Background: an optimization exercise with open tools, aiming at small area, a short achievable clock period and few clock cycles per item. Do not read the settings as production practice.

Setup of main:
==> flow/design.v (excerpt) <==
module sha256_lane (
    input  wire         clk,
    input  wire         rst,
    input  wire         in_valid,
    output wire         in_ready,
    input  wire [31:0]  in_data,
    input  wire         in_last,
    input  wire [2:0]   in_nbytes,
    output wire         out_valid,
    output wire [255:0] out_digest
);
export LEC_CHECK = 0
export ABC_AREA = 1
export CAP_MARGIN = 30
export CORE_MARGIN = 2
export CORE_UTILIZATION = 30
export PLACE_DENSITY = 0.55
export SETUP_SLACK_MARGIN = 5
export SLEW_MARGIN = 40
create_clock -name core_clock -period 10.0 [get_ports {clk}]
standard.sh (not shown) runs the stock make flow with config.mk's settings and CLKGATE_MAP_FILE= SYNTH_SCRIPT=/design/flow/synth_recipe.tcl, a recipe that flattens the netlist after the stock synthesis.
==> flow/flow/run.sh <==
#!/bin/bash
# Standard ORFS layout with two changes to how it is built:
#  - ports are buffered with the smallest buffer (buf_1) rather than the one
#    buffer_ports picks by default;
#  - clock tree synthesis inserts no dummy load cells and builds the tree
#    from clkbuf_4 and clkbuf_8 cells.
set -euo pipefail
export BUFFER_PORTS_ARGS="-buffer_cell sky130_fd_sc_hd__buf_1"
export CTS_ARGS="-sink_clustering_enable -repair_clock_nets -dont_use_dummy_load -buf_list {sky130_fd_sc_hd__clkbuf_4 sky130_fd_sc_hd__clkbuf_8}"
bash standard.sh > standard.log 2>&1
Setup changes, main to the feature branch
-- flow/design.v --
<<< main, line 79
    reg  [5:0]  j;         
    reg  [1:0]  sc;        
    reg  [6:0]  stc;       
    reg         inmsg;     
    reg         need80;    
>>> the feature branch, line 79
    reg  [5:0]  j;         
    reg  [1:0]  sc;        
    reg  [8:0]  stc;       
    reg         inmsg;     
    reg         need80;    
<<< main, line 94
    reg         sched;     
    reg         fh62, fh63, fh0;   
    reg  [31:0] a, b, c, d, e, f, g, hh;
    reg  [31:0] p;                       
    reg  [31:0] wn;                      
>>> the feature branch, line 94
    reg         sched;     
    reg         fh62, fh63, fh0;   
    reg  [31:0] a, b, c, d, e, f, g;      
    reg  [31:0] p;                       
    reg  [31:0] wn;                      
<<< main, line 102
    reg  [31:0] re0, re1, re2, re3;      
    wire fill     = (j[5:4] == 2'b00);           
    wire slot     = idle ? (sc == 2'd3) : (stc == 7'd119);
    wire want     = run ? (fill & ~fin) : slot;
    wire rdy      = want & inmsg;
>>> the feature branch, line 102
    reg  [31:0] re0, re1, re2, re3;      
    wire fill     = (j[5:4] == 2'b00);           
    wire slot     = idle ? (sc == 2'd3) : (stc == 9'd419);
    wire want     = run ? (fill & ~fin) : slot;
    wire rdy      = want & inmsg;
<<< main, line 167
    wire [63:0] ca4 = csa(ca3[63:32], ca3[31:0], ca2[31:0]);
    wire [31:0] a_rnd = ca4[63:32] + ca4[31:0];
    wire [63:0] ce1 = csa(p, xe, d);
    wire [63:0] ce2 = csa(ce1[63:32], ce1[31:0], ch);
    wire [63:0] ce3 = csa(ce2[63:32], ce2[31:0], s1);
    wire [31:0] e_rnd = ce3[63:32] + ce3[31:0];
    wire [31:0] opA  = fh62 ? IV3 : fh63 ? IV2 : fh0 ? IV1 : ra3;
>>> the feature branch, line 167
    wire [63:0] ca4 = csa(ca3[63:32], ca3[31:0], ca2[31:0]);
    wire [31:0] a_rnd = ca4[63:32] + ca4[31:0];
    wire [63:0] ce2 = csa(ca1[63:32], ca1[31:0], xe);
    wire [63:0] ce3 = csa(ce2[63:32], ce2[31:0], d);
    wire [31:0] e_rnd = ce3[63:32] + ce3[31:0];
    wire [31:0] opA  = fh62 ? IV3 : fh63 ? IV2 : fh0 ? IV1 : ra3;
<<< main, line 188
        xe    <= (run_n & j_last) ? (first ? IV4 : re1) : wrnd_n ? w15_n : 32'd0;
        wn    <= bkadd(wn_cs[63:32], wn_cs[31:0]);
        p     <= bkadd(p_cs[63:32], p_cs[31:0]);
        if (idle) begin
            {a, b, c, d, e, f, g, hh} <= {iva, a, b, c, ive, e, f, g};
        end else if (!run) begin
            {a, b, c, d, e, f, g, hh} <= {hh, a, b, c, d, e, f, g};
        end else if (bnd) begin
            {a, b, c, d, e, f, g, hh} <= {a_rnd, addA, ra0, ra1, e_rnd, addE, re0, re1};
        end else begin
            {a, b, c, d, e, f, g, hh} <= {a_rnd, a, b, c, e_rnd, e, f, g};
        end
        ra0 <= addA;  ra1 <= ra0;  ra2 <= ra1;  ra3 <= bnd ? a_rnd : ra2;
        re0 <= addE;  re1 <= re0;  re2 <= re1;  re3 <= bnd ? e_rnd : re2;
        stc   <= (run | stc == 7'd119) ? 7'd0 : stc + 7'd1;
        run   <= run_n;
        idle  <= idle_n;
>>> the feature branch, line 187
        xe    <= (run_n & j_last) ? (first ? IV4 : re1) : wrnd_n ? w15_n : 32'd0;
        wn    <= bkadd(wn_cs[63:32], wn_cs[31:0]);
        if (run | idle)
            p <= bkadd(p_cs[63:32], p_cs[31:0]);
        if (idle) begin
            {a, b, c, d, e, f, g} <= {iva, a, b, c, ive, e, f};
        end else if (!run) begin
            {a, b, c, d, e, f, g} <= {g, a, b, c, d, e, f};
        end else if (bnd) begin
            {a, b, c, d, e, f, g} <= {a_rnd, addA, ra0, ra1, e_rnd, addE, re0};
        end else begin
            {a, b, c, d, e, f, g} <= {a_rnd, a, b, c, e_rnd, e, f};
        end
        ra0 <= addA;  ra1 <= ra0;  ra2 <= ra1;  ra3 <= bnd ? a_rnd : ra2;
        re0 <= addE;  re1 <= re0;  re2 <= re1;  re3 <= bnd ? e_rnd : re2;
        stc   <= (run | stc == 9'd419) ? 9'd0 : stc + 9'd1;
        run   <= run_n;
        idle  <= idle_n;
Notes after the runs:
- Comparing the feature branch and main, the higher synthesis-to-finish area growth was measured on main.
- Going from main to the feature branch, the overall routing resource usage was found to have gone down by 0.63 points.
- Delta (the feature branch minus main): design area down 0.0023 mm², multi-input gate share of the layout cell area lost 0.32 points, flip-flop and latch count -30.
No functional check of the RTL was part of any run of this note.

re-timing with driven ports:
Ports are ideal in the flow. The routed layouts listed here were re-timed in OpenROAD.
Step 1 sets driving cells, clkbuf_16 on the clock port and buf_2 on the other inputs (assumed; they add their load-dependent delay and slew).
Step 2 adds t to the input delays and takes it off the output delays; t is the mean of the earliest and latest rising clock arrival at the registers after step 1. Input paths then give back, and output paths get back, about the clock's delay inside the block.
Slacks: ideal / step 1 / step 2; pairs: ideal / step 1.
| run | t (ns) | slack for setup (ns) | hold slack, ns | worst setup path after step 2 | worst slew at a driven data input, ns |
|---|---|---|---|---|---|
| main | 1.010 | 5.084 / 5.084 / 4.282 | 0.238 / 0.238 / 0.238 | input to register | 0.04 |
| the feature branch | 0.994 | 5.056 / 5.056 / 4.345 | 0.271 / 0.271 / 0.271 | input to register | 0.10 |
After both steps setup and hold are still met in every run listed. For main, which loses most, drivers alone change the setup slack by 0.000 ns; drivers and shift together by -0.802 ns.
